This design comes from an exercise in tuning for small area and a short achievable clock period on the open sky130 flow, not from production work.
The RTL was checked by simulation tests, not by an equivalence proof against the original design.
The clock port is modelled as an ideal driver; clocking choices that lean on that would not hold on a real chip.

## flow/design.v (module list and top-level ports; edited modules follow where they fit)
// module ecc_bch_codec: 2129 lines
// module dec_flags: 19 lines
// module c_a21o: 3 lines
// module c_a221o: 3 lines
// module c_a31oi: 3 lines
// module c_a32o: 3 lines
// module c_a32oi: 3 lines
// module c_inv: 3 lines
// module c_nand2: 3 lines
// module c_nand2b: 3 lines
// module c_nand3: 3 lines
// module c_nand3b: 3 lines
// module c_nand4: 3 lines
// module c_nor2: 3 lines
// module c_o2111a: 3 lines
// module c_o211a: 3 lines
// module c_o21a: 3 lines
// module c_o21ai: 3 lines
// module c_o22ai: 3 lines
// module c_o311ai: 3 lines
// module c_xnor2: 3 lines
// module c_xor2: 3 lines
module ecc_bch_codec (
    input  wire        clk,
    input  wire        rst,           
    input  wire        in_valid,
    input  wire [63:0] in_wdata,      
    input  wire [63:0] in_rdata,      
    input  wire [15:0] in_rcheck,     
    output reg         out_valid,
    output reg  [15:0] out_wcheck,    
    output reg  [63:0] out_data,      
    output reg         out_ce,        
    output reg         out_ue,        
    output reg  [1:0]  out_nbits      
);
  // ...
==> flow/flow/run.sh <==
#!/bin/bash
# Own layout flow: the standard ORFS flow (standard.sh, unchanged synthesis),
# with a setup-slack target for OpenROAD's timing repair and a small buffer cell
# for the port buffers. Everything else is as the standard flow's layout.
set -euo pipefail
MARGIN=$(cat flow/margin.txt)
bash standard.sh \
  "SETUP_SLACK_MARGIN=${MARGIN}" \
  "BUFFER_PORTS_ARGS=-buffer_cell sky130_fd_sc_hd__buf_1" \
  finish > orfs_make.log 2>&1
==> flow/flow/margin.txt <==
25.3
==> flow/standard.sh <==
#!/bin/bash
# synth_recipe.tcl (not shown) runs the flow's synth.tcl, then flattens the netlist and writes it again
# the make line also repeats each setting of config.mk as NAME=value (left out here)
make -C /OpenROAD-flow-scripts/flow DESIGN_CONFIG=/design/flow/config.mk WORK_HOME=/design/flow/orfs CLKGATE_MAP_FILE= SYNTH_SCRIPT=/design/flow/synth_recipe.tcl "${@:-finish}"
==> flow/config.mk <==
export PLATFORM = sky130hd
export DESIGN_NAME = ecc_bch_codec
export DESIGN_NICKNAME = ecc_bch_codec
export VERILOG_FILES = /design/flow/design.v
export SDC_FILE = /design/flow/constraint.sdc
export NUM_CORES = 4
export LEC_CHECK = 0
export CAP_MARGIN = 20
export CORE_MARGIN = 2
export CORE_UTILIZATION = 40
export SLEW_MARGIN = 20
export SYNTH_HIERARCHICAL = 1
export SYNTH_MINIMUM_KEEP_SIZE = 0
==> flow/constraint.sdc <==
create_clock -name core_clock -period 34.0 [get_ports {clk}]
set_input_delay 6.8000 -clock core_clock [delete_from_list [all_inputs] [get_ports {clk}]]
set_output_delay 6.8000 -clock core_clock [all_outputs]
set_load 0.01 [all_outputs]
==> impl_metrics.tcl, run 1 <==
set metrics [dict create \
    status "complete, no violations" \
    rrSetupSlack_ns 26.75 \
    clockBufferCount 17 \
    regToRegStartpoint "s1[1]" \
    grt_overflow_total 0 \
    crit_chain "buf_1 -> xor2_1 -> xor2_1 -> xor2_1 -> xor2_1 -> xor2_1 -> xor2_1" \
    synth-seq-cells 182 \
    clock_sinks 182 \
    sh_seq_area 0.257 \
    cts_tree "built" \
    layout_common_cells "xor2_1, buf_1, dfxtp_1, nand2_1, o22ai_1" \
    wl_met2_um 18300 \
    worst-path-buf-inv 1 \
    ys_seq_area_frac 0.301 \
    cts_made_buffers 17 \
    crit_top_cell "xor2_1" \
    largest_class "multi-input gates" \
    multi_input_area_share 0.588 \
    design.die.area_um2 31700 \
    largest_registers "out_data x64, rd1 x64" \
    avgViaCountPerCell 5.20 \
    synthSimpleGateAreaFrac 0.102 \
    worst-path-stages 7 \
    crit_start "in_rdata[24]" \
    cts_resized 0 \
    fin_tns_setup_ns 0 \
    met3_length_um 3260 \
    min-delay-start "wc1[7]" \
    setup_viol 0 \
    endpoint "s3[6]" \
    pre_cts_ws_ns 24.92 \
    nFlopsAndLatches 182 \
    hp-class "flop to flop" \
    met1_usage 0.339 \
    drt-initial-drc-count 986 \
    finalInstanceArea_um2 14200 \
]
==> inputs of run 2 (changes only) <==
==> flow/flow/margin.txt (replaced) <==
25.6
==> impl_metrics.tcl, run 2 <==
set metrics [dict create \
    synth_area_um2 12100 \
    clock_sinks 182 \
    grt_max_degree 34 \
    finalCritPeriodShare 0.246 \
    cts_root_buf "clkbuf_16" \
    wire_per_inst_um 20.2 \
    wl_met2_um 18500 \
    antenna_left 0 \
    syn_area_per_cell_um2 9.05 \
    vias 10500 \
    whs_endpoint "out_wcheck[7]" \
    max_freq_mhz 119 \
    fillers 2833 \
    drt-initial-drc-count 1039 \
    tightest_slew_ns 0.842 \
    finalMaxSlewViolations 0 \
    r2r_end "out_data[12]" \
    clk_latency_ns 0.45 \
    ys_seq_area_frac 0.301 \
    fin_tns_setup_ns 0 \
    final_util 0.493 \
    clk_pin_slew_ns 0.08 \
    syn_nets 1484 \
    port_buffers 231 \
    synth-seq-cells 182 \
    io_pins 232 \
    post-synth-top-count-cell "xor2_1" \
    worstSetupStartpointType "input port" \
    status "complete, no violations" \
    cts_tree "built" \
    cts_made_buffers 17 \
    rrSetupSlack_ns 26.70 \
    nets 1747 \
    design.die.area_um2 31700 \
    ys.flop_type "dfxtp_1" \
    die_y_um 178 \
    slew_headroom 0.437 \
    setup_viol 0 \
    place_congestion 1.01 \
    cp_max_fo 3 \
    hold_viol 0 \
    core_area_um2 29700 \
    syn_inst 1337 \
    drc 0 \
    groute.usage.overall 0.254 \
    htreeDepth 4 \
    synthTopCellsByCount "xor2_1, dfxtp_1, nand2_1, o22ai_1, nand4_1" \
    crit_arrival_ns 8.74 \
    clockBufferDepth 2 \
    synth_edf_count 0 \
    met3_length_um 3210 \
    grt_overflow_total 0 \
    layout_common_cells "xor2_1, buf_1, dfxtp_1, nand2_1, o22ai_1" \
    finalClockSkew_ns 0.0132 \
    cp.required_ns 34.37 \
    fp-row-count 63 \
    totalWireLength_um 40600 \
    end_kind "flop" \
    wl_met1_um 17400 \
    area_growth_pct 21.1 \
    synthArstFlopShare 0 \
    dp_hpwl_um 32500 \
    min-delay-start "wc1[7]" \
    die_w_um 178 \
    first_pass_iters 6 \
    crit_type "input port to flop" \
    final_common_cell "xor2_1" \
    yosys_warnings 7 \
    netlist_top_cells_area "xor2_1, dfxtp_1, nand2_1, o22ai_1, nand4_1" \
    largest_registers "out_data x64, rd1 x64" \
    grt_pass1_wl_um 60400 \
    start_util 0.407 \
    fin_crit_ns 8.37 \
    avgViaCountPerCell 5.23 \
    worstHoldPathCells 0 \
    rsz0062_at_grt "true" \
    r2r_cells 21 \
    synth_top_area_cell "xor2_1" \
    cap_violations 0 \
    layout-drive-gt1-share 0.0682 \
    highest_layer "met5" \
    grt_pass1_vias 10100 \
    synth_cell_types 29 \
    ctsHoldBuffers 0 \
    hp-class "flop to flop" \
    synth_top_area_frac 0.510 \
    antenna_found_initial 2 \
    regToRegStartpoint "s1[1]" \
]
-- run 2: cell count changes in the layout (fill, tap and decap cells not counted), sizes merged --
cell    delta
clkbuf     +2
buf        +9
-- run 2: Yosys stat by module, one instance, submodules excluded, excerpt --
module / cells inside / flip-flops and latches
ecc_bch_codec: 184 / 182
c_a32o: 1 / 0
c_a221o: 1 / 0
c_xor2: 1 / 0
c_nand3b: 1 / 0
c_nand2b: 1 / 0
c_o21ai: 1 / 0
c_nand2: 1 / 0
c_nor2: 1 / 0
-- run 2: layout make-up --
cell class / instances / area (um2) / share of cell area
inverter: 42 / 158 / 0.0108
tap: 390 / 488 / 0.0333
sequential: 182 / 3640 / 0.249
timing repair buffer: 246 / 986 / 0.0673
clock buffer: 17 / 425 / 0.0290
clock inverter: 15 / 225 / 0.0154
antenna: 1 / 2.50 / 0.000171
multi-input combinational: 1111 / 8730 / 0.596
-- run 2: worst max-delay path, cell delays in order --
cell	delay (ns)
buf_2	0.19
xor2_1	0.30
xor2_1	0.33
xor2_2	0.31
buf_4	0.18
xor2_1	0.20
xor2_1	0.23
xor2_1	0.20
-- run 2: through the flow --
stage | std cells | instance area [um2] | setup WS [ns] | hold slack [ns]
after floorplan | 1337 | 12100 | 25.63 | 0.310
after global placement | 1960 | 13500 | 24.92 | 0.312
after detailed placement | 1960 | 13500 | 24.92 | 0.314
after CTS | 1994 | 14300 | 25.59 | 0.330
after global routing | 2004 | 14700 | 25.54 | 0.339
final | 2004 | 14700 | 25.63 | 0.330
-- run 2: worst max path at each step --
stage	depth (start not counted)	to	startpoint	slack (ns)
floorplan	6	par_a	in_rdata[37]	25.63
global placement	7	s3[4]	in_rdata[3]	24.92
detailed placement	7	s1[3]	in_rdata[61]	24.92
CTS	7	wc1[5]	in_wdata[2]	25.59
global route	7	s1[6]	in_rdata[16]	25.54
finish	8	s3[6]	in_rdata[10]	25.63
-- run 2: cells by family (layout without fill, tap and decap cells) --
kind of cell           after synthesis  count (layout)  synth area share
XOR/XNOR                           712             712             0.515
buffers and inverters               44             320            0.0143
other                                0               1                 0
flip-flops                         182             182             0.301
AO/OA/AOI/OAI                      125             125            0.0670
AND/OR/NAND/NOR                    274             274             0.102
-- run 2: what timing repair did --
item                       CTS  global route
pin swaps                    1            11
buffers inserted             2             9
setup endpoints to repair   24            29
gates resized for setup     24            39
-- run 2: per-layer routing --
layer	vias to the layer above	global-route usage
li1	4871	-
met1	4930	0.341
met2	589	0.408
met3	86	0.0398
met4	2	0.100
met5	-	0
==> inputs of run 3 (changes only) <==
==> flow/flow/margin.txt (replaced) <==
25.3
--- a/flow/config.mk
+++ b/flow/config.mk
@@ -8,6 +8,8 @@
 export CAP_MARGIN = 20
 export CORE_MARGIN = 2
 export CORE_UTILIZATION = 40
+export CTS_CLUSTER_DIAMETER = 60
+export CTS_CLUSTER_SIZE = 30
 export SLEW_MARGIN = 20
 export SYNTH_HIERARCHICAL = 1
 export SYNTH_MINIMUM_KEEP_SIZE = 0
==> impl_metrics.tcl, run 3 <==
set metrics [dict create \
    status "complete, no violations" \
    clock_sinks 182 \
    synthTopCellsByCount "xor2_1, dfxtp_1, nand2_1, o22ai_1, nand4_1" \
    clk_latency_ns 0.45 \
    ys.flop_type "dfxtp_1" \
    area_growth_pct 17.1 \
    placedCellCount 1960 \
    r2r_end "out_data[12]" \
    cts_root_buf "clkbuf_16" \
    finalMaxSlewViolations 0 \
    die_y_um 178 \
    start_util 0.407 \
    crit_type "input port to flop" \
    synth-seq-cells 182 \
    syn_nets 1484 \
    port_buffers 231 \
    netlist_top_cells_area "xor2_1, dfxtp_1, nand2_1, o22ai_1, nand4_1" \
    drt-initial-drc-count 986 \
    cts_tree "built" \
    antenna_left 0 \
    grt_overflow_total 0 \
    largest_registers "out_data x64, rd1 x64" \
    syn_area_per_cell_um2 9.05 \
    groute.usage.overall 0.254 \
    hp-class "flop to flop" \
    synth_cell_types 29 \
    dp_hpwl_um 32500 \
    layout_common_cells "xor2_1, buf_1, dfxtp_1, nand2_1, o22ai_1" \
    final_common_cell "xor2_1" \
    cp_max_fo 4 \
    synth_area_um2 12100 \
    synthArstFlopShare 0 \
    yosys_warnings 7 \
    rrSetupSlack_ns 26.75 \
    stdcell_count 1993 \
    clk_pin_slew_ns 0.08 \
    synth_top_area_cell "xor2_1" \
    avgViaCountPerCell 5.20 \
    max_freq_mhz 117 \
    cap_violations 0 \
    drc 0 \
    place_congestion 1.01 \
    wire_per_inst_um 20.2 \
    cp.required_ns 34.37 \
    core_area_um2 29700 \
    fin_tns_setup_ns 0 \
    slew_headroom 0.444 \
    design.die.area_um2 31700 \
    fillers 2904 \
    post-synth-top-count-cell "xor2_1" \
    grt_pass1_wl_um 60300 \
    io_pins 232 \
    htreeDepth 4 \
    endpoint "s3[6]" \
    tightest_slew_ns 0.832 \
    clockBufferDepth 2 \
    worstSetupStartpointType "input port" \
    synth_top_area_frac 0.510 \
    rsz0062_at_grt "false" \
    crit_arrival_ns 8.94 \
    setup_viol 0 \
    layout-drive-gt1-share 0.0287 \
    ctsHoldBuffers 0 \
    r2r_cells 21 \
    synth_edf_count 0 \
    finalCritPeriodShare 0.252 \
    grt_max_degree 34 \
    nets 1736 \
    cts_made_buffers 17 \
    fp-row-count 63 \
    fin_crit_ns 8.58 \
    regToRegStartpoint "s1[1]" \
    hold_viol 0 \
    crit_start "in_rdata[24]" \
    first_pass_iters 5 \
    antenna_found_initial 2 \
    totalWireLength_um 40200 \
    vias 10400 \
    grt_pass1_vias 10100 \
    finalClockSkew_ns 0.0154 \
    syn_inst 1337 \
    ys_seq_area_frac 0.301 \
    end_kind "flop" \
    die_w_um 178 \
]
run 3: layout make-up:
type	instances	area (um2)	share of cell area
Multi-Input combinational cell	1111	8330	0.588
Sequential cell	182	3640	0.257
Timing Repair Buffer	235	898	0.0634
Tap cell	390	488	0.0344
Clock buffer	17	425	0.0300
Clock inverter	15	225	0.0159
Inverter	42	158	0.0111
Antenna cell	1	2.50	0.000177
run 3: worst min-delay path by stage:
stage,from,to,slack (ns),cells after the start
2_1_floorplan,wc1[0],out_wcheck[0],0.31,0
3_5_place_dp,wc1[15],out_wcheck[15],0.31,0
4_1_cts,wc1[1],out_wcheck[1],0.33,0
5_1_grt,wc1[7],out_wcheck[7],0.34,0
3_3_place_gp,wc1[11],out_wcheck[11],0.31,0
6_report,wc1[7],out_wcheck[7],0.33,0
run 3: critical path, stage by stage:
cell	delay [ns]
buf_1	0.29
xor2_1	0.49
xor2_1	0.29
xor2_1	0.39
xor2_1	0.22
xor2_1	0.25
xor2_1	0.20
run 3: routing by layer:
metal	GRT usage	wire length, um	vias to the layer above
met3	0.0401	3260	67
met4	0.0960	1160	2
met2	0.410	18300	549
met5	0	13	-
li1	-	-	4883
met1	0.339	17400	4869
run 3: timing repair:
action | CTS | global route
resized for setup | 0 | 7
buffers inserted | 0 | 0
setup endpoints to repair | 0 | 8
endpoints found under the hold margin | 0 | 0
run 3: per-stage QoR:
stage | hold WS [ns] | utilization | cell area, um2 | worst slack [ns]
3_5_place_dp | 0.314 | 0.453 | 13500 | 24.92
2_1_floorplan | 0.310 | - | 12100 | 25.63
3_3_place_gp | 0.312 | 0.453 | 13500 | 24.92
4_1_cts | 0.330 | 0.475 | 14100 | 25.35
6_report | 0.330 | 0.477 | 14200 | 25.42
5_1_grt | 0.339 | 0.477 | 14200 | 25.31
run 3: per-module statistics from Yosys (local to each module, per instance), excerpt:
module         flops+latches  cell area (um2)  copies in the design
c_a21o                     0             7.51                     2
c_a31oi                    0             6.26                    16
c_a32o                     0             10.0                     2
c_a32oi                    0             8.76                     1
c_inv                      0             3.75                    42
c_nand2b                   0             6.26                     1
c_nand3                    0             5.00                    24
c_nand4                    0             6.26                    51
c_o211a                    0             10.0                     1
c_o21ai                    0             5.00                    24
c_xor2                     0             8.76                   705
dec_flags                  0              123                     1
ecc_bch_codec            182             3660                     1
run 3: kinds of logic after synthesis:
logic type | synth area share
compound gates | 0.0670
xor+xnor | 0.515
flops | 0.301
simple gates | 0.102
buf+inv | 0.0143
==> inputs of run 4 (changes only) <==
--- a/flow/config.mk
+++ b/flow/config.mk
@@ -8,8 +8,7 @@
 export CAP_MARGIN = 20
 export CORE_MARGIN = 2
 export CORE_UTILIZATION = 40
-export CTS_CLUSTER_DIAMETER = 60
-export CTS_CLUSTER_SIZE = 30
+export CTS_BUF_LIST = sky130_fd_sc_hd__clkbuf_8 sky130_fd_sc_hd__clkbuf_16
 export SLEW_MARGIN = 20
 export SYNTH_HIERARCHICAL = 1
 export SYNTH_MINIMUM_KEEP_SIZE = 0
==> impl_metrics.tcl, run 4 <==
set metrics [dict create \
    synth_cell_types 29 \
    crit_family "XOR/XNOR gates" \
    crit_arrival_ns 8.94 \
    place_congestion 1.01 \
    start_util 0.407 \
    cts_tree "built" \
    drt-initial-drc-count 986 \
    crit_type "input port to flop" \
    crit_top_cell "xor2_1" \
    layout_common_cells "xor2_1, buf_1, dfxtp_1, nand2_1, o22ai_1" \
    post-synth-top-count-cell "xor2_1" \
    cp.required_ns 34.37 \
    fin_crit_ns 8.58 \
    placedCellCount 1960 \
    max_stage_delay_ns 0.49 \
    antenna_left 0 \
    cp_max_fo 4 \
    hp-class "flop to flop" \
    finalClockSkew_ns 0.0154 \
    drc 0 \
    core_area_um2 29700 \
    fin_tns_setup_ns 0 \
    die_w_um 178 \
    dp_hpwl_um 32500 \
    io_pins 232 \
    crit_chain "buf_1 -> xor2_1 -> xor2_1 -> xor2_1 -> xor2_1 -> xor2_1 -> xor2_1" \
    worstSetupStartpointType "input port" \
    clk_latency_ns 0.45 \
    wire_per_inst_um 20.2 \
    synth_area_um2 12100 \
    area_growth_pct 17.1 \
    status "complete, no violations" \
    syn_inst 1337 \
    pre_cts_ws_ns 24.92 \
    worst-path-buf-inv 1 \
    die_y_um 178 \
    final_common_cell "xor2_1" \
    finalCritPeriodShare 0.252 \
    groute.usage.overall 0.254 \
    fillers 2904 \
    htreeDepth 4 \
    syn_nets 1484 \
    max_freq_mhz 117 \
    cts_root_buf "clkbuf_16" \
    synthArstFlopShare 0 \
    final_util 0.477 \
    fp-row-count 63 \
    vias 10400 \
    finalMaxSlewViolations 0 \
    synth_top_area_cell "xor2_1" \
    tightest_slew_ns 0.832 \
    cts_made_buffers 17 \
    holdWs_ns 0.330 \
    hold_viol 0 \
    port_buffers 231 \
    synthTopCellsByCount "xor2_1, dfxtp_1, nand2_1, o22ai_1, nand4_1" \
    end_kind "flop" \
    cap_violations 0 \
    grt_overflow_total 0 \
    cp_slowest_cell "xor2_1" \
    yosys_warnings 7 \
    synth-seq-cells 182 \
    netlist_top_cells_area "xor2_1, dfxtp_1, nand2_1, o22ai_1, nand4_1" \
    ys_seq_area_frac 0.301 \
    grt_max_degree 34 \
    synth_top_area_frac 0.510 \
    clockBufferDepth 2 \
    design.die.area_um2 31700 \
    syn_area_per_cell_um2 9.05 \
    clk_pin_slew_ns 0.08 \
    antenna_found_initial 2 \
    stdcell_count 1993 \
    synth_edf_count 0 \
    first_pass_iters 5 \
    setup_viol 0 \
    ys.flop_type "dfxtp_1" \
    rrSetupSlack_ns 26.75 \
    clock_sinks 182 \
    setup_slack_ns 25.42 \
    totalWireLength_um 40200 \
    grt_pass1_wl_um 60300 \
    largest_registers "out_data x64, rd1 x64" \
    nets 1736 \
    rsz0062_at_grt "false" \
    slew_headroom 0.444 \
    layout-drive-gt1-share 0.0287 \
    grt_pass1_vias 10100 \
    avgViaCountPerCell 5.20 \
]
-- run 4: cell counts after synthesis --
No cell type changed its count.
-- run 4: area by class of cell --
| cell class | instances | area, um2 | area share |
|---|---|---|---|
| Multi-Input combinational cell | 1111 | 8330 | 0.588 |
| Sequential cell | 182 | 3640 | 0.257 |
| Timing Repair Buffer | 235 | 898 | 0.0634 |
| Tap cell | 390 | 488 | 0.0344 |
| Clock buffer | 17 | 425 | 0.0300 |
| Clock inverter | 15 | 225 | 0.0159 |
| Inverter | 42 | 158 | 0.0111 |
| Antenna cell | 1 | 2.50 | 0.000177 |
-- run 4: per-layer routing --
| layer | global-route usage | vias to the layer above | share of wire |
|---|---|---|---|
| li1 | - | 4883 | - |
| met1 | 0.339 | 4869 | 0.43 |
| met2 | 0.410 | 549 | 0.46 |
| met3 | 0.0401 | 67 | 0.081 |
| met4 | 0.0960 | 2 | 0.029 |
| met5 | 0 | - | 0.00032 |
-- run 4: through the flow --
step | instance area (um2)
finish | 14200
global route | 14200
CTS | 14100
detailed placement | 13500
global placement | 13500
floorplan | 12100
-- run 4: kinds of logic (layout without fill, tap and decap cells) --
kind of cell / count (synthesis) / in the layout / synth area share
AO/OA/AOI/OAI: 125 / 125 / 0.0670
XOR/XNOR: 712 / 712 / 0.515
buffers and inverters: 44 / 309 / 0.0143
flip-flops: 182 / 182 / 0.301
other: 0 / 1 / 0
AND/OR/NAND/NOR: 274 / 274 / 0.102
-- run 4: Yosys stat by module (local to each module, per instance), a selection --
module / flops+latches / cells inside / area (um2) / copies in the design
c_a21o: 0 / 1 / 7.51 / 2
c_a32o: 0 / 1 / 10.0 / 2
c_inv: 0 / 1 / 3.75 / 42
c_nand2b: 0 / 1 / 6.26 / 1
c_nand3: 0 / 1 / 5.00 / 24
c_o2111a: 0 / 1 / 11.3 / 1
c_o22ai: 0 / 1 / 6.26 / 66
dec_flags: 0 / 18 / 123 / 1
-- run 4: what timing repair did --
action | 4_1_cts | 5_1_grt
endpoints found under the setup margin | 0 | 8
setup buffers | 0 | 0
hold buffers | 0 | 0
gates resized for setup | 0 | 7
hold endpoints to repair | 0 | 0
-- run 4: final timing paths --
path,from,end,depth (start not counted)
setup / recovery,in_rdata[24],s3[6],7
hold / removal,wc1[7],out_wcheck[7],0
setup reg to reg,s1[1],out_data[12],21
hold reg to reg,wc1[7],out_wcheck[7],0
==> inputs of run 5 (changes only) <==
--- a/flow/config.mk
+++ b/flow/config.mk
@@ -8,7 +8,7 @@
 export CAP_MARGIN = 20
 export CORE_MARGIN = 2
 export CORE_UTILIZATION = 40
-export CTS_BUF_LIST = sky130_fd_sc_hd__clkbuf_8 sky130_fd_sc_hd__clkbuf_16
+export CTS_BUF_LIST = sky130_fd_sc_hd__clkbuf_4 sky130_fd_sc_hd__clkbuf_16
 export SLEW_MARGIN = 20
 export SYNTH_HIERARCHICAL = 1
 export SYNTH_MINIMUM_KEEP_SIZE = 0
==> impl_metrics.tcl, run 5 <==
set metrics [dict create \
    grt_pass1_wl_um 60300 \
    syn_area_per_cell_um2 9.05 \
    clockBufferDepth 2 \
    synthSimpleGateAreaFrac 0.102 \
    status "complete, no violations" \
    grt_max_degree 34 \
    setup_viol 0 \
    antenna_left 0 \
    cp_slowest_cell "xor2_1" \
    synth_compound_area_frac 0.0670 \
    crit_type "input port to flop" \
    synth_area_um2 12100 \
    avgViaCountPerCell 5.20 \
    die_w_um 178 \
    crit_family "XOR/XNOR gates" \
    postCtsSetupRepairBufs 0 \
    nets 1736 \
    worst-path-buf-inv 1 \
    final_common_cell "xor2_1" \
    endpoint "s3[6]" \
    yosys_warnings 7 \
    crit_start "in_rdata[24]" \
    antenna_found_initial 2 \
    fin_crit_ns 8.58 \
    core_area_um2 29700 \
    r2r_end "out_data[12]" \
    port_buffers 231 \
    grt_pass1_vias 10100 \
    end_kind "flop" \
    final_util 0.477 \
    crit_top_cell "xor2_1" \
    cts_root_buf "clkbuf_16" \
    vias 10400 \
    die_y_um 178 \
    cap_violations 0 \
    synthTopCellsByCount "xor2_1, dfxtp_1, nand2_1, o22ai_1, nand4_1" \
    holdWs_ns 0.330 \
    drt-initial-drc-count 986 \
    rrSetupSlack_ns 26.75 \
    synth_top_area_cell "xor2_1" \
    finalClockSkew_ns 0.0154 \
    synth-seq-cells 182 \
    first_pass_iters 5 \
    ys.flop_type "dfxtp_1" \
    max_freq_mhz 117 \
    hp-class "flop to flop" \
    synth_edf_count 0 \
    pre_cts_ws_ns 24.92 \
    fp-row-count 63 \
    cts_tree "built" \
    worstSetupStartpointType "input port" \
    design.die.area_um2 31700 \
    fin_tns_setup_ns 0 \
    synth_top_family_by_area "XOR/XNOR gates" \
    max_stage_delay_ns 0.49 \
    netlist_top_cells_area "xor2_1, dfxtp_1, nand2_1, o22ai_1, nand4_1" \
    cp.required_ns 34.37 \
    groute.usage.overall 0.254 \
    grt_overflow_total 0 \
    hold_viol 0 \
    totalWireLength_um 40200 \
    crit_chain "buf_1 -> xor2_1 -> xor2_1 -> xor2_1 -> xor2_1 -> xor2_1 -> xor2_1" \
    ys_seq_area_frac 0.301 \
    syn_inst 1337 \
    synthMuxAreaShare 0 \
    syn_nets 1484 \
    cp_max_fo 4 \
    synth-xor-area-share 0.515 \
    postPlaceCellArea_um2 13500 \
    setup_slack_ns 25.42 \
    crit_arrival_ns 8.94 \
    r2r_cells 21 \
    cts_resized 0 \
    slew_headroom 0.444 \
    layout-drive-gt1-share 0.0287 \
    area_growth_pct 17.1 \
    place_congestion 1.01 \
    wire_per_inst_um 20.2 \
    regToRegStartpoint "s1[1]" \
    worst-path-stages 7 \
    synth_cell_types 29 \
    post-synth-top-count-cell "xor2_1" \
    htreeDepth 4 \
    start_util 0.407 \
    ctsHoldBuffers 0 \
    layout_common_cells "xor2_1, buf_1, dfxtp_1, nand2_1, o22ai_1" \
    drc 0 \
    clock_sinks 182 \
    cts_made_buffers 17 \
    finalMaxSlewViolations 0 \
    finalInstanceArea_um2 14200 \
    dp_hpwl_um 32500 \
    synthArstFlopShare 0 \
    tightest_slew_ns 0.832 \
    clk_pin_slew_ns 0.08 \
    finalCritPeriodShare 0.252 \
    io_pins 232 \
    yosys.area_share.adder 0 \
    synth_top_area_frac 0.510 \
    largest_registers "out_data x64, rd1 x64" \
    rsz0062_at_grt "false" \
    clk_latency_ns 0.45 \
]
==> run 5: cell counts in the layout (fill, tap and decap cells not counted) <==
Identical to the previous run, type by type.
==> run 5: layer usage <==
metal  routed length [um]  global-route usage  vias up
met4                 1160              0.0960        2
met1                17400               0.339     4869
li1                     -                   -     4883
met5                   13                   0        -
met3                 3260              0.0401       67
met2                18300               0.410      549
==> run 5: area by class of cell <==
class | instances | area, um2
diodes | 1 | 2.50
fillers | 2904 | 15500
flip-flops and latches | 182 | 3640
clock inverters | 15 | 225
clock buffers | 17 | 425
inverters | 42 | 158
repair buffers | 235 | 898
multi-input cells | 1111 | 8330
well taps | 390 | 488
==> run 5: worst min path at each step <==
| stage | start | endpoint | slack [ns] | cells after the start |
|---|---|---|---|---|
| CTS | wc1[1] | out_wcheck[1] | 0.33 | 0 |
| detailed placement | wc1[15] | out_wcheck[15] | 0.31 | 0 |
| finish | wc1[7] | out_wcheck[7] | 0.33 | 0 |
| global placement | wc1[11] | out_wcheck[11] | 0.31 | 0 |
| floorplan | wc1[0] | out_wcheck[0] | 0.31 | 0 |
| global route | wc1[7] | out_wcheck[7] | 0.34 | 0 |
==> run 5: kinds of logic after synthesis <==
kind of cell / count (synthesis)
buffers and inverters: 44
AOI/OAI and AO/OA: 125
and+or+nand+nor: 274
xor gates and xnor gates: 712
DFF: 182
==> run 5: metrics by stage <==
stage          std cells
2_1_floorplan       1337
3_3_place_gp        1960
3_5_place_dp        1960
4_1_cts             1992
5_1_grt             1993
6_report            1993
==> run 5: Yosys stat by module (local to each module, per instance), a selection <==
module	times used	area, um2	flip-flops and latches	cells
c_o2111a	1	11.3	0	1
dec_flags	1	123	0	18
c_xnor2	6	8.76	0	1
c_nand2	157	3.75	0	1
c_xor2	705	8.76	0	1
c_o311ai	2	8.76	0	1
c_nand4	51	6.26	0	1
c_a32o	2	10.0	0	1
c_nor2	24	3.75	0	1
==> inputs of run 6 (changes only) <==
--- a/flow/flow/run.sh
+++ b/flow/flow/run.sh
@@ -6,5 +6,5 @@
 MARGIN=$(cat flow/margin.txt)
 bash standard.sh \
   "SETUP_SLACK_MARGIN=${MARGIN}" \
-  "BUFFER_PORTS_ARGS=-buffer_cell sky130_fd_sc_hd__buf_1" \
+  "BUFFER_PORTS_ARGS=-buffer_cell sky130_fd_sc_hd__buf_2" \
   finish > orfs_make.log 2>&1
==> flow/flow/margin.txt (replaced) <==
25.6
--- a/flow/config.mk
+++ b/flow/config.mk
@@ -8,7 +8,6 @@
 export CAP_MARGIN = 20
 export CORE_MARGIN = 2
 export CORE_UTILIZATION = 40
-export CTS_BUF_LIST = sky130_fd_sc_hd__clkbuf_4 sky130_fd_sc_hd__clkbuf_16
 export SLEW_MARGIN = 20
 export SYNTH_HIERARCHICAL = 1
 export SYNTH_MINIMUM_KEEP_SIZE = 0
==> impl_metrics.tcl, run 6 <==
set metrics [dict create \
    status "complete, no violations" \
    grt_overflow_total 0 \
    crit_start "in_rdata[25]" \
    cp.required_ns 34.36 \
    grt_pass1_vias 10200 \
    htreeDepth 4 \
    synthArstFlopShare 0 \
    wire_per_inst_um 20.6 \
    synth-seq-cells 182 \
    dp_hpwl_um 33200 \
    antenna_left 0 \
    fin_crit_ns 8.35 \
    largest_registers "out_data x64, rd1 x64" \
    regToRegStartpoint "s1[0]" \
    syn_nets 1484 \
    cp_max_fo 3 \
    port_buffers 231 \
    met1_usage 0.341 \
    design.die.area_um2 31700 \
    die_w_um 178 \
    finalCritPeriodShare 0.246 \
    cap_violations 0 \
    rsz0062_at_grt "true" \
    synth_cell_types 29 \
    vias 10500 \
    first_pass_iters 8 \
    synthTopCellsByCount "xor2_1, dfxtp_1, nand2_1, o22ai_1, nand4_1" \
    hold_viol 0 \
    drt-initial-drc-count 1102 \
    r2r_cells 21 \
    cts_tree "built" \
    avgViaCountPerCell 5.25 \
    end_kind "flop" \
    io_pins 232 \
    groute.usage.overall 0.259 \
    clk_pin_slew_ns 0.08 \
    grt_pass1_wl_um 61400 \
    clock_sinks 182 \
    grt_use_met3 0.0480 \
    worstSetupStartpointType "input port" \
    synth_edf_count 0 \
    setup_viol 0 \
    place_congestion 1.03 \
    area_growth_pct 21.3 \
    finalClockSkew_ns 0.0127 \
    ys_seq_area_frac 0.301 \
    rrSetupSlack_ns 26.76 \
    fillers 2801 \
    post-synth-top-count-cell "xor2_1" \
    netlist_top_cells_area "xor2_1, dfxtp_1, nand2_1, o22ai_1, nand4_1" \
    r2r_end "out_data[15]" \
    grt_max_degree 34 \
    antenna_found_initial 2 \
    die_y_um 178 \
    clockBufferDepth 2 \
    synth_top_area_cell "xor2_1" \
    yosys_warnings 7 \
    final_common_cell "xor2_1" \
    endpoint "s1[4]" \
    crit_arrival_ns 8.72 \
    busiest_layer "met2" \
    synth_top_area_frac 0.510 \
    final_util 0.494 \
    syn_inst 1337 \
    start_util 0.407 \
    cts_made_buffers 17 \
    ys.flop_type "dfxtp_1" \
    fp-row-count 63 \
    clk_latency_ns 0.44 \
    nets 1741 \
    totalWireLength_um 41200 \
    ctsHoldBuffers 0 \
    cts_root_buf "clkbuf_16" \
    seqCellArea_um2 3640 \
    grt_use_met2 0.422 \
    slew_headroom 0.418 \
    layout-drive-gt1-share 0.192 \
    multi_input_area_um2 8530 \
    layout_common_cells "xor2_1, buf_2, dfxtp_1, nand2_1, o22ai_1" \
    fin_tns_setup_ns 0 \
    core_area_um2 29700 \
    hp-class "flop to flop" \
    syn_area_per_cell_um2 9.05 \
    finalMaxSlewViolations 0 \
    tightest_slew_ns 0.870 \
    synth_area_um2 12100 \
    crit_type "input port to flop" \
    max_freq_mhz 120 \
    drc 0 \
]
## run 6: changes by cell type in the layout (fill, tap and decap cells not counted)
| cell | delta |
|---|---|
| buf_2 | +231 |
| buf_1 | -230 |
| xor2_1 | -27 |
| xor2_2 | +27 |
| buf_4 | +5 |
| clkinvlp_4 | +3 |
| inv_6 | -3 |
| inv_8 | +3 |
| inv_12 | -2 |
| clkbuf_2 | -1 |
| inv_16 | -1 |
## run 6: worst max-delay path, stage by stage
cell and delay [ns]:
buf_2 0.12, xor2_1 0.36, xor2_1 0.30, xor2_1 0.31
xor2_1 0.37, xor2_1 0.24, xor2_1 0.21
## run 6: cells by family (layout without fill, tap and decap cells)
| logic type | count (synthesis) | count (layout) | share of synthesized area |
|---|---|---|---|
| other | 0 | 1 | 0 |
| AND/OR/NAND/NOR | 274 | 274 | 0.102 |
| flip-flops | 182 | 182 | 0.301 |
| AO/OA/AOI/OAI | 125 | 125 | 0.0670 |
| XOR/XNOR | 712 | 712 | 0.515 |
| buffers and inverters | 44 | 314 | 0.0143 |
## run 6: metrics by stage
step,hold WS (ns),area (um2),instances,setup slack [ns]
after floorplan,0.310,12100,1337,25.63
after global routing,0.336,14700,1997,25.53
after global placement,0.311,13800,1962,25.03
after detailed placement,0.312,13800,1962,25.02
after CTS,0.325,14500,1994,25.59
final,0.324,14700,1998,25.65
## run 6: worst min-delay path by stage
stage | from | to | slack, ns | depth (start not counted)
after floorplan | wc1[0] | out_wcheck[0] | 0.31 | 0
after global placement | wc1[10] | out_wcheck[10] | 0.31 | 0
after detailed placement | wc1[3] | out_wcheck[3] | 0.31 | 0
after CTS | wc1[10] | out_wcheck[10] | 0.33 | 0
after global routing | wc1[10] | out_wcheck[10] | 0.34 | 0
final | wc1[10] | out_wcheck[10] | 0.32 | 0
## run 6: what timing repair did
action                                  in CTS  in global routing
resized for setup                           12                 21
pin swaps                                    2                  5
endpoints found under the setup margin      15                 23
buffers inserted                             0                  3
## run 6: cell type report
cell class | instances | share of cell area
sequential | 182 | 0.248
clock inverter | 15 | 0.0138
antenna | 1 | 0.000171
timing repair buffer | 240 | 0.0834
tap | 390 | 0.0333
clock buffer | 17 | 0.0290
multi-input combinational | 1111 | 0.581
inverter | 42 | 0.0107
## run 6: routing by layer
metal  wire length [um]  vias up
met3               3430      103
met5                 13        -
met1              17500     4918
met2              18700      601
met4               1540        2
li1                   -     4874
## run 6: per-module statistics from Yosys, one instance, submodules excluded, a selection
| module | cells inside | flip-flops and latches | copies in the design |
|---|---|---|---|
| dec_flags | 18 | 0 | 1 |
| c_a32o | 1 | 0 | 2 |
| c_a32oi | 1 | 0 | 1 |
| c_a21o | 1 | 0 | 2 |
| c_o22ai | 1 | 0 | 66 |
| c_a31oi | 1 | 0 | 16 |
==> inputs of run 7 (changes only) <==
==> flow/flow/run.sh (replaced) <==
#!/bin/bash
# Own layout flow: the standard ORFS flow (standard.sh, so the synthesis is
# the standard one), with these changes to how the layout is made:
#  - OpenROAD's timing repair aims at the setup slack in flow/margin.txt;
#  - the port buffers are sky130_fd_sc_hd__buf_1;
#  - any further make variables listed in flow/extra.txt (one per line).
# The full make/ORFS output goes to orfs_make.log; ORFS keeps each step's log
# under orfs/logs/.
set -euo pipefail
MARGIN=$(cat flow/margin.txt)
EXTRA=()
if [[ -f flow/extra.txt ]]; then
  while IFS= read -r line; do [[ -n "$line" ]] && EXTRA+=("$line"); done < flow/extra.txt
fi
bash standard.sh \
  "SETUP_SLACK_MARGIN=${MARGIN}" \
  "BUFFER_PORTS_ARGS=-buffer_cell sky130_fd_sc_hd__buf_1" \
  "${EXTRA[@]}" \
  finish > orfs_make.log 2>&1
==> flow/flow/extra.txt (new file) <==
CTS_ARGS=-sink_clustering_enable -repair_clock_nets -dont_use_dummy_load
==> flow/flow/margin.txt (replaced) <==
25.3
==> impl_metrics.tcl, run 7 <==
set metrics [dict create \
    wire_per_inst_um 20.3 \
    port_buffers 231 \
    grt_use_met3 0.0461 \
    ctsHoldBuffers 0 \
    tightest_slew_ns 0.819 \
    clock_sinks 182 \
    first_pass_iters 5 \
    rrSetupSlack_ns 26.73 \
    die_w_um 178 \
    htreeDepth 4 \
    area_growth_pct 15.4 \
    crit_arrival_ns 8.95 \
    end_kind "flop" \
    io_pins 232 \
    cap_violations 0 \
    cts_resized 0 \
    netlist_top_cells_area "xor2_1, dfxtp_1, nand2_1, o22ai_1, nand4_1" \
    finalClockSkew_ns 0.0483 \
    final_common_cell "xor2_1" \
    clk_pin_slew_ns 0.06 \
    synth_top_area_frac 0.510 \
    cp.required_ns 34.35 \
    met1_usage 0.338 \
    setup_viol 0 \
    worstHoldPathCells 0 \
    synthTopCellsByCount "xor2_1, dfxtp_1, nand2_1, o22ai_1, nand4_1" \
    hp-class "flop to flop" \
    antenna_left 0 \
    whs_endpoint "out_wcheck[1]" \
    crit_type "input port to flop" \
    synth_top_area_cell "xor2_1" \
    grt_pass1_vias 10000 \
    finalMaxSlewViolations 0 \
    crit_start "in_rdata[42]" \
    cts_made_buffers 17 \
    largest_registers "out_data x64, rd1 x64" \
    busiest_layer "met2" \
    design.die.area_um2 31700 \
    slew_headroom 0.452 \
    finalCritPeriodShare 0.253 \
    layout-drive-gt1-share 0.0208 \
    regToRegStartpoint "s1[1]" \
    placedCellCount 1960 \
    grt_use_met2 0.405 \
    synth_edf_count 0 \
    drc 0 \
    dp_hpwl_um 32500 \
    cp_max_fo 3 \
    fin_crit_ns 8.59 \
    layout_common_cells "xor2_1, buf_1, dfxtp_1, nand2_1, o22ai_1" \
    finalInstanceArea_um2 14000 \
    synthArstFlopShare 0 \
    syn_area_per_cell_um2 9.05 \
    nets 1736 \
    synth_cell_types 29 \
    stdcell_count 1978 \
    antenna_found_initial 2 \
    vias 10400 \
    grt_pass1_wl_um 59900 \
    max_freq_mhz 116 \
    status "complete, no violations" \
    totalWireLength_um 40100 \
    rsz0062_at_grt "false" \
    postCtsSetupRepairBufs 0 \
    cts_tree "built" \
    ys_seq_area_frac 0.301 \
    drt-initial-drc-count 1009 \
    worstSetupStartpointType "input port" \
    synth_area_um2 12100 \
    groute.usage.overall 0.253 \
    core_area_um2 29700 \
    post-synth-top-count-cell "xor2_1" \
    fin_tns_setup_ns 0 \
    grt_max_degree 34 \
    syn_inst 1337 \
    avgViaCountPerCell 5.26 \
    clk_latency_ns 0.45 \
    yosys_warnings 7 \
    postPlaceCellArea_um2 13500 \
    ys.flop_type "dfxtp_1" \
    min-delay-start "wc1[1]" \
    start_util 0.407 \
    grt_overflow_total 0 \
    cts_root_buf "clkbuf_16" \
    r2r_cells 21 \
    die_y_um 178 \
    synth-seq-cells 182 \
    syn_nets 1484 \
    final_util 0.470 \
    place_congestion 1.01 \
    r2r_end "out_data[12]" \
    fp-row-count 63 \
    clockBufferDepth 2 \
    hold_viol 0 \
]
## run 7: changes by cell type in the layout (fill, tap and decap cells not counted), moves of 5 or more
cell | previous run | this run
xor2_1 | 672 | 697
buf_1 | 0 | 230
clkinv_8 | 7 | 0
buf_2 | 231 | 0
buf_4 | 9 | 4
xor2_2 | 33 | 8
## run 7: how the worst max path moves through the flow
| stage | endpoint | slack (ns) | depth (start not counted) |
|---|---|---|---|
| 2_1_floorplan | par_a | 25.63 | 6 |
| 3_3_place_gp | s3[4] | 24.92 | 7 |
| 3_5_place_dp | s1[3] | 24.92 | 7 |
| 4_1_cts | s1[3] | 25.32 | 7 |
| 5_1_grt | s1[4] | 25.30 | 7 |
| 6_report | s1[6] | 25.41 | 7 |
## run 7: cell type report
class,count,area (um2)
Inverter,42,158
Fill cell,2933,15800
Timing Repair Buffer,235,898
Clock buffer,17,425
Sequential cell,182,3640
Multi-Input combinational cell,1111,8340
Antenna cell,1,2.50
Tap cell,390,488
## run 7: logic make-up after synthesis
group	Yosys count	share of synthesized area
buf+inv	44	0.0143
simple gates	274	0.102
flops	182	0.301
compound gates	125	0.0670
xor+xnor	712	0.515
## run 7: worst max-delay path: stages
cell	delay, ns
buf_1	0.25
xor2_1	0.41
xor2_1	0.37
xor2_1	0.36
xor2_2	0.29
xor2_1	0.29
xor2_1	0.17
## run 7: through the flow
stage               hold WS (ns)  setup slack, ns
CTS                        0.318            25.32
global placement           0.312            24.92
global route               0.333            25.30
floorplan                  0.310            25.63
detailed placement         0.314            24.92
finish                     0.318            25.41
## run 7: Yosys stat by module (local to each module, per instance), a selection
module | cell area, um2 | cells
dec_flags | 123 | 18
c_xnor2 | 8.76 | 1
c_xor2 | 8.76 | 1
c_nand2b | 6.26 | 1
c_o21ai | 5.00 | 1
c_a32o | 10.0 | 1
c_inv | 3.75 | 1
## run 7: layer usage
| layer | share of wire | wire length [um] |
|---|---|---|
| met4 | 0.029 | 1160 |
| met2 | 0.46 | 18300 |
| met5 | 0.00032 | 13 |
| met1 | 0.43 | 17300 |
| met3 | 0.085 | 3390 |
==> inputs of run 8 (changes only) <==
--- a/flow/flow/run.sh
+++ b/flow/flow/run.sh
@@ -3,7 +3,8 @@
 # the standard one), with these changes to how the layout is made:
 #  - OpenROAD's timing repair aims at the setup slack in flow/margin.txt;
 #  - the port buffers are sky130_fd_sc_hd__buf_1;
-#  - any further make variables listed in flow/extra.txt (one per line).
+#  - any further make variables listed in flow/extra.txt (one per line);
+#  - flow/post_cts.tcl, if present, runs at the end of ORFS's CTS step.
 # The full make/ORFS output goes to orfs_make.log; ORFS keeps each step's log
 # under orfs/logs/.
 set -euo pipefail
@@ -12,6 +13,9 @@
 if [[ -f flow/extra.txt ]]; then
   while IFS= read -r line; do [[ -n "$line" ]] && EXTRA+=("$line"); done < flow/extra.txt
 fi
+if [[ -f flow/post_cts.tcl ]]; then
+  EXTRA+=("POST_CTS_TCL=$PWD/flow/post_cts.tcl")
+fi
 bash standard.sh \
   "SETUP_SLACK_MARGIN=${MARGIN}" \
   "BUFFER_PORTS_ARGS=-buffer_cell sky130_fd_sc_hd__buf_1" \
==> flow/flow/extra.txt (replaced) <==
CTS_ARGS=-sink_clustering_enable -repair_clock_nets -buf_list sky130_fd_sc_hd__clkbuf_8 -dont_use_dummy_load
==> flow/flow/post_cts.tcl (new file) <==
# After CTS: a leaf clock buffer of the small type that drives many flip-flops
# is swapped for the larger clock buffer, to keep the flip-flop clock slew low.
set changed 0
foreach inst [get_cells clkbuf_*] {
  if {[get_property $inst ref_name] ne "sky130_fd_sc_hd__clkbuf_8"} { continue }
  set out [get_pins -of_objects $inst -filter "direction==output"]
  set n [llength [get_pins -of_objects [get_nets -of_objects $out] -filter "direction==input"]]
  if {$n >= 18} {
    puts "post_cts: [get_full_name $inst] drives $n pins, now sky130_fd_sc_hd__clkbuf_16"
    replace_cell $inst sky130_fd_sc_hd__clkbuf_16
    incr changed
  }
}
if {$changed} { detailed_placement }
==> impl_metrics.tcl, run 8 <==
set metrics [dict create \
    crit_type "input port to flop" \
    layout_common_cells "xor2_1, buf_1, dfxtp_1, nand2_1, o22ai_1" \
    io_pins 232 \
    stdcell_count 1978 \
    die_y_um 178 \
    r2r_cells 21 \
    dp_hpwl_um 32500 \
    synth_area_um2 12100 \
    clk_pin_slew_ns 0.09 \
    area_growth_pct 13.6 \
    max_freq_mhz 116 \
    avgViaCountPerCell 5.25 \
    cp_max_fo 3 \
    hold_viol 0 \
    wire_per_inst_um 20.3 \
    cap_violations 0 \
    worst-path-buf-inv 1 \
    start_util 0.407 \
    ys.flop_type "dfxtp_1" \
    post-synth-top-count-cell "xor2_1" \
    finalMaxSlewViolations 0 \
    grt_max_degree 34 \
    design.die.area_um2 31700 \
    cp.required_ns 34.40 \
    worstSetupStartpointType "input port" \
    final_common_cell "xor2_1" \
    grt_pass1_wl_um 59800 \
    hp-class "flop to flop" \
    slew_headroom 0.431 \
    synthTopCellsByCount "xor2_1, dfxtp_1, nand2_1, o22ai_1, nand4_1" \
    tightest_slew_ns 0.850 \
    synth_edf_count 0 \
    rsz0062_at_grt "false" \
    drt-initial-drc-count 1025 \
    clock_sinks 182 \
    place_congestion 1.01 \
    largest_registers "out_data x64, rd1 x64" \
    cp_slowest_cell "xor2_1" \
    yosys_warnings 7 \
    clk_latency_ns 0.49 \
    grt_pass1_vias 9975 \
    netlist_top_cells_area "xor2_1, dfxtp_1, nand2_1, o22ai_1, nand4_1" \
    nets 1736 \
    crit_arrival_ns 8.99 \
    finalClockSkew_ns 0.0444 \
    fin_crit_ns 8.59 \
    port_buffers 231 \
    max_stage_delay_ns 0.40 \
    grt_overflow_total 0 \
    status "complete, no violations" \
    finalInstanceArea_um2 13700 \
    core_area_um2 29700 \
    pre_cts_ws_ns 24.92 \
    cts_tree "built" \
    first_pass_iters 6 \
    synthArstFlopShare 0 \
    fp-row-count 63 \
    fillers 2968 \
    setup_viol 0 \
    synth_top_area_frac 0.510 \
    synth_cell_types 29 \
    end_kind "flop" \
    worst-path-stages 7 \
    syn_area_per_cell_um2 9.05 \
    finalCritPeriodShare 0.253 \
    crit_family "XOR/XNOR gates" \
    antenna_left 0 \
    placedCellCount 1960 \
    totalWireLength_um 40100 \
    drc 0 \
    synth-seq-cells 182 \
    crit_top_cell "xor2_1" \
    holdWs_ns 0.321 \
    antenna_found_initial 3 \
    die_w_um 178 \
    fin_tns_setup_ns 0 \
    setup_slack_ns 25.41 \
    layout-drive-gt1-share 0.0170 \
    crit_chain "buf_1 -> xor2_1 -> xor2_1 -> xor2_1 -> xor2_1 -> xor2_1 -> xor2_1" \
    syn_inst 1337 \
    syn_nets 1484 \
    worstHoldPathCells 0 \
    postPlaceCellArea_um2 13500 \
    groute.usage.overall 0.252 \
    vias 10400 \
    ys_seq_area_frac 0.301 \
    synth_top_area_cell "xor2_1" \
    final_util 0.462 \
]
## run 8: cell count changes in the layout (fill, tap and decap cells not counted), sizes merged
cell	delta
clkbuf	-1
buf	+1
## run 8: metal layers
layer  vias to the layer above  track usage  wire length [um]
li1                       4868            -                 -
met1                      4919        0.342             17500
met2                       534        0.404             18300
met3                        63       0.0379              3170
met4                         2       0.0908              1060
met5                         -            0                13
## run 8: modules after synthesis, one instance, submodules excluded, a selection
module / cells / flip-flops and latches
c_nor2: 1 / 0
c_o21a: 1 / 0
c_o211a: 1 / 0
ecc_bch_codec: 184 / 182
c_o311ai: 1 / 0
dec_flags: 18 / 0
## run 8: cells by family (layout without fill, tap and decap cells)
logic type / count (synthesis) / after routing / share of synthesized area
flops: 182 / 182 / 0.301
compound gates: 125 / 125 / 0.0670
simple gates: 274 / 274 / 0.102
buf+inv: 44 / 294 / 0.0143
other cells: 0 / 1 / 0
xor+xnor: 712 / 712 / 0.515
## run 8: final cells by class
cell class              instances  area [um2]  area share
well taps                     390         488      0.0355
inverters                      42         158      0.0115
clock buffers                  17         245      0.0178
multi-input cells            1111        8310       0.605
repair buffers                235         897      0.0653
diodes                          1        2.50    0.000182
flip-flops and latches        182        3640       0.265
## run 8: worst paths after layout
path              endpoint          from  slack (ns)
min          out_wcheck[1]        wc1[1]        0.32
max                  s1[6]  in_rdata[42]       25.41
min reg2reg  out_wcheck[1]        wc1[1]        0.32
max reg2reg   out_data[12]         s1[1]       26.78
==> inputs of run 9 (changes only) <==
==> flow/flow/margin.txt (replaced) <==
25.0
==> impl_metrics.tcl, run 9 <==
set metrics [dict create \
    status "complete, no violations" \
    largest_registers "out_data x64, rd1 x64" \
    clk_pin_slew_ns 0.09 \
    layout-drive-gt1-share 0.0151 \
    synth_top_area_frac 0.510 \
    synth-seq-cells 182 \
    avgViaCountPerCell 5.26 \
    layout_common_cells "xor2_1, buf_1, dfxtp_1, nand2_1, o22ai_1" \
    cts_tree "built" \
    synth_area_um2 12100 \
    hp-class "flop to flop" \
    cap_violations 0 \
    syn_inst 1337 \
    area_growth_pct 13.4 \
    antenna_left 0 \
    final_common_cell "xor2_1" \
    port_buffers 231 \
    cp.required_ns 34.40 \
    netlist_top_cells_area "xor2_1, dfxtp_1, nand2_1, o22ai_1, nand4_1" \
    grt_use_met2 0.404 \
    fin_crit_ns 8.66 \
    drc 0 \
    groute.usage.overall 0.252 \
    io_pins 232 \
    setup_viol 0 \
    fin_tns_setup_ns 0 \
    busiest_layer "met2" \
    synth_cell_types 29 \
    crit_arrival_ns 9.07 \
    fp-row-count 63 \
    slew_headroom 0.434 \
    rsz0062_at_grt "false" \
    finalClockSkew_ns 0.0423 \
    rrSetupSlack_ns 26.79 \
    crit_type "input port to flop" \
    dp_hpwl_um 32500 \
    finalMaxSlewViolations 0 \
    totalWireLength_um 40100 \
    ys_seq_area_frac 0.301 \
    max_freq_mhz 115 \
    grt_pass1_vias 9975 \
    wire_per_inst_um 20.3 \
    end_kind "flop" \
    vias 10400 \
    finalInstanceArea_um2 13700 \
    grt_use_met3 0.0379 \
    place_congestion 1.01 \
    synthTopCellsByCount "xor2_1, dfxtp_1, nand2_1, o22ai_1, nand4_1" \
    grt_pass1_wl_um 59800 \
    antenna_found_initial 3 \
    finalCritPeriodShare 0.255 \
    grt_overflow_total 0 \
    die_y_um 178 \
    synth_edf_count 0 \
    clock_sinks 182 \
    nets 1736 \
    synthArstFlopShare 0 \
    start_util 0.407 \
    grt_max_degree 34 \
    hold_viol 0 \
    post-synth-top-count-cell "xor2_1" \
    ys.flop_type "dfxtp_1" \
    syn_area_per_cell_um2 9.05 \
    yosys_warnings 7 \
    worstSetupStartpointType "input port" \
    postPlaceCellArea_um2 13500 \
    tightest_slew_ns 0.846 \
    core_area_um2 29700 \
    syn_nets 1484 \
    synth_top_area_cell "xor2_1" \
    clk_latency_ns 0.49 \
    first_pass_iters 5 \
    design.die.area_um2 31700 \
    cp_max_fo 3 \
    met1_usage 0.342 \
    drt-initial-drc-count 1136 \
    die_w_um 178 \
]
run 9: layout make-up:
cell class	instances	area (um2)
diodes	1	2.50
inverters	42	158
fillers	2971	16000
multi-input cells	1111	8280
repair buffers	235	897
well taps	390	488
flip-flops and latches	182	3640
clock buffers	17	245
run 9: cell families after synthesis:
kind of cell,Yosys count,synth area share
AND/OR/NAND/NOR,274,0.102
XOR/XNOR,712,0.515
buffers and inverters,44,0.0143
flip-flops,182,0.301
AO/OA/AOI/OAI,125,0.0670
run 9: critical path, stage by stage:
cell and delay [ns]:
buf_1 0.24, xor2_1 0.37, xor2_1 0.62, xor2_1 0.39, xor2_1 0.23, xor2_1 0.24, xor2_1 0.16
run 9: modules after synthesis (local to each module, per instance), excerpt:
| module | cells | times used | flops+latches |
|---|---|---|---|
| c_a32oi | 1 | 1 | 0 |
| c_o22ai | 1 | 66 | 0 |
| c_o211a | 1 | 1 | 0 |
| c_o311ai | 1 | 2 | 0 |
| c_o21a | 1 | 1 | 0 |
| dec_flags | 18 | 1 | 0 |
run 9: final timing paths:
check                                      to        start  depth (start not counted)
worst max register to register   out_data[12]        s1[1]                         21
worst max-delay path                    s3[4]  in_rdata[3]                          7
worst min register to register  out_wcheck[1]       wc1[1]                          0
worst min-delay path            out_wcheck[1]       wc1[1]                          0
run 9: layer usage:
metal,up-vias,part of all wire,wire (um)
met5,-,0.00032,13
met3,65,0.079,3160
met2,556,0.46,18300
met1,4904,0.44,17500
met4,2,0.028,1110
li1,4870,-,-
run 9: per-stage QoR:
step	cells	util	hold WS [ns]	worst slack [ns]
after global placement	1960	0.453	0.312	24.92
after detailed placement	1960	0.453	0.314	24.92
final	1978	0.462	0.322	25.34
after global routing	1978	0.462	0.331	25.24
after floorplan	1337	-	0.310	25.63
==> inputs of run 10 (changes only) <==
==> flow/flow/extra.txt (replaced) <==
CTS_ARGS=-sink_clustering_enable -repair_clock_nets -buf_list sky130_fd_sc_hd__clkbuf_4 -root_buf sky130_fd_sc_hd__clkbuf_8 -dont_use_dummy_load
==> flow/flow/margin.txt (replaced) <==
25.3
==> flow/flow/post_cts.tcl (replaced) <==
# After CTS: a leaf clock buffer that drives many flip-flops is swapped for a
# larger clock buffer, to keep the flip-flop clock slew low.
set changed 0
foreach inst [get_cells clkbuf_*] {
  set ref [get_property $inst ref_name]
  if {$ref ne "sky130_fd_sc_hd__clkbuf_4" && $ref ne "sky130_fd_sc_hd__clkbuf_8"} { continue }
  set out [get_pins -of_objects $inst -filter "direction==output"]
  set n [llength [get_pins -of_objects [get_nets -of_objects $out] -filter "direction==input"]]
  set new ""
  if {$n >= 18} { set new sky130_fd_sc_hd__clkbuf_16 } elseif {$n >= 9 && $ref eq "sky130_fd_sc_hd__clkbuf_4"} { set new sky130_fd_sc_hd__clkbuf_8 }
  if {$new ne ""} {
    puts "post_cts: [get_full_name $inst] drives $n pins, now $new"
    replace_cell $inst $new
    incr changed
  }
}
if {$changed} { detailed_placement }
==> impl_metrics.tcl, run 10 <==
set metrics [dict create \
    nets 1736 \
    cts_tree "built" \
    design.die.area_um2 31700 \
    grt_max_degree 34 \
    clk_latency_ns 0.46 \
    area_growth_pct 13.4 \
    avgViaCountPerCell 5.23 \
    layout-drive-gt1-share 0.0176 \
    slew_headroom 0.444 \
    syn_inst 1337 \
    ys.flop_type "dfxtp_1" \
    die_y_um 178 \
    ys_seq_area_frac 0.301 \
    drt-initial-drc-count 978 \
    io_pins 232 \
    status "complete, no violations" \
    synth_top_area_frac 0.510 \
    post-synth-top-count-cell "xor2_1" \
    placedCellCount 1960 \
    groute.usage.overall 0.251 \
    synth_area_um2 12100 \
    vias 10400 \
    yosys_warnings 7 \
    max_freq_mhz 116 \
    core_area_um2 29700 \
    hold_viol 0 \
    fillers 2962 \
    setup_viol 0 \
    finalMaxSlewViolations 0 \
    die_w_um 178 \
    first_pass_iters 6 \
    hp-class "flop to flop" \
    grt_pass1_wl_um 59700 \
    dp_hpwl_um 32500 \
    cp.required_ns 34.38 \
    drc 0 \
    layout_common_cells "xor2_1, buf_1, dfxtp_1, nand2_1, o22ai_1" \
    finalCritPeriodShare 0.254 \
    totalWireLength_um 40000 \
    antenna_left 0 \
    largest_registers "out_data x64, rd1 x64" \
    fp-row-count 63 \
    stdcell_count 1979 \
    finalClockSkew_ns 0.0338 \
    tightest_slew_ns 0.831 \
    crit_type "input port to flop" \
    fin_crit_ns 8.62 \
    synth_cell_types 29 \
    port_buffers 231 \
    grt_overflow_total 0 \
    start_util 0.407 \
    synthArstFlopShare 0 \
    clock_sinks 182 \
    worstSetupStartpointType "input port" \
    syn_area_per_cell_um2 9.05 \
    netlist_top_cells_area "xor2_1, dfxtp_1, nand2_1, o22ai_1, nand4_1" \
    cp_max_fo 3 \
    fin_tns_setup_ns 0 \
    place_congestion 1.01 \
    wire_per_inst_um 20.2 \
    synth_top_area_cell "xor2_1" \
    crit_arrival_ns 9.00 \
    synth_edf_count 0 \
    antenna_found_initial 2 \
    syn_nets 1484 \
    synthTopCellsByCount "xor2_1, dfxtp_1, nand2_1, o22ai_1, nand4_1" \
    end_kind "flop" \
    clk_pin_slew_ns 0.11 \
    grt_pass1_vias 9958 \
    cap_violations 0 \
    final_common_cell "xor2_1" \
    rsz0062_at_grt "false" \
    synth-seq-cells 182 \
    multi_input_area_um2 8310 \
    seqCellArea_um2 3640 \
]
## run 10: cell counts after synthesis
Identical to the previous run, type by type.
## run 10: cell families (layout without fill, tap and decap cells)
logic type,after synthesis,after routing,share of synthesized area
XOR/XNOR,712,712,0.515
AND/OR/NAND/NOR,274,274,0.102
buffers and inverters,44,294,0.0143
other,0,2,0
flip-flops,182,182,0.301
AO/OA/AOI/OAI,125,125,0.0670
## run 10: modules after synthesis, one instance, submodules excluded, excerpt
module,flops+latches,times used,cells inside,area (um2)
c_a31oi,0,16,1,6.26
c_nand4,0,51,1,6.26
c_nand3,0,24,1,5.00
c_o21ai,0,24,1,5.00
c_a221o,0,8,1,10.0
c_nand2b,0,1,1,6.26
c_a32o,0,2,1,10.0
c_o211a,0,1,1,10.0
c_o21a,0,1,1,7.51
dec_flags,0,1,18,123
c_a21o,0,2,1,7.51
c_o2111a,0,1,1,11.3
c_nor2,0,24,1,3.75
c_a32oi,0,1,1,8.76
c_xor2,0,705,1,8.76
c_nand3b,0,1,1,7.51
## run 10: critical path: stages
cell,delay (ns)
buf_1,0.32
xor2_1,0.32
xor2_1,0.28
xor2_1,0.42
xor2_1,0.38
xor2_1,0.30
xor2_1,0.17
## run 10: worst paths after layout
path         cells past startpoint          from              to  slack, ns
max                              7  in_rdata[10]           s1[3]      25.38
min                              0       wc1[13]  out_wcheck[13]       0.31
max reg2reg                     21         s1[1]    out_data[12]      26.75
min reg2reg                      0       wc1[13]  out_wcheck[13]       0.31
## run 10: area by class of cell
type | count | area share
antenna | 2 | 0.000365
clock buffer | 17 | 0.0160
inverter | 42 | 0.0115
multi-input combinational | 1111 | 0.606
sequential | 182 | 0.265
tap | 390 | 0.0356
timing repair buffer | 235 | 0.0654
## run 10: per-stage QoR
stage	setup WS, ns	utilization	hold slack, ns	cell area [um2]
3_3_place_gp	24.92	0.453	0.312	13500
6_report	25.38	0.462	0.308	13700
2_1_floorplan	25.63	-	0.310	12100
5_1_grt	25.31	0.462	0.315	13700
3_5_place_dp	24.92	0.453	0.314	13500
## run 10: metal layers
metal / routed length, um / GRT usage
met5: 13 / 0
met4: 1040 / 0.0844
met3: 3310 / 0.0394
met2: 18300 / 0.405
met1: 17400 / 0.341

-- static timing again, ports no longer ideal --
How much do the figures lean on ideal ports? The routed layouts below were timed once more, with nothing changed but the port constraints.
Step 1, drivers: a clkbuf_16 drives clk and a buf_2 each remaining input, both assumed.
Step 2 adds t to the input delays and takes it off the output delays; t is the mean of the earliest and latest rising clock arrival at the registers after step 1. Input paths then give back, and output paths get back, about the clock's delay inside the block.
Three values: ideal ports, drivers, drivers and shift; two values: the first two.
run | t (ns) | setup WS [ns] | hold slack, ns
run 1 | 0.488 | 25.423 / 25.445 / 24.957 | 0.330 / 0.330 / 0.330
run 2 | 0.492 | 25.625 / 25.645 / 25.152 | 0.330 / 0.330 / 0.330
run 3 | 0.488 | 25.423 / 25.445 / 24.957 | 0.330 / 0.330 / 0.330
run 4 | 0.488 | 25.423 / 25.445 / 24.957 | 0.330 / 0.330 / 0.330
run 5 | 0.488 | 25.423 / 25.445 / 24.957 | 0.330 / 0.330 / 0.330
run 6 | 0.486 | 25.648 / 25.680 / 25.194 | 0.324 / 0.324 / 0.324
run 7 | 0.477 | 25.406 / 25.415 / 24.938 | 0.318 / 0.318 / 0.318
run 8 | 0.510 | 25.413 / 25.418 / 24.908 | 0.321 / 0.321 / 0.321
run 9 | 0.510 | 25.336 / 25.344 / 24.835 | 0.322 / 0.322 / 0.322
run 10 | 0.492 | 25.379 / 25.399 / 24.906 | 0.308 / 0.308 / 0.308
After both steps every run listed still meets setup and hold. The setup slack of run 8, which loses most, moves by +0.005 ns with the drivers and by -0.505 ns with both steps.
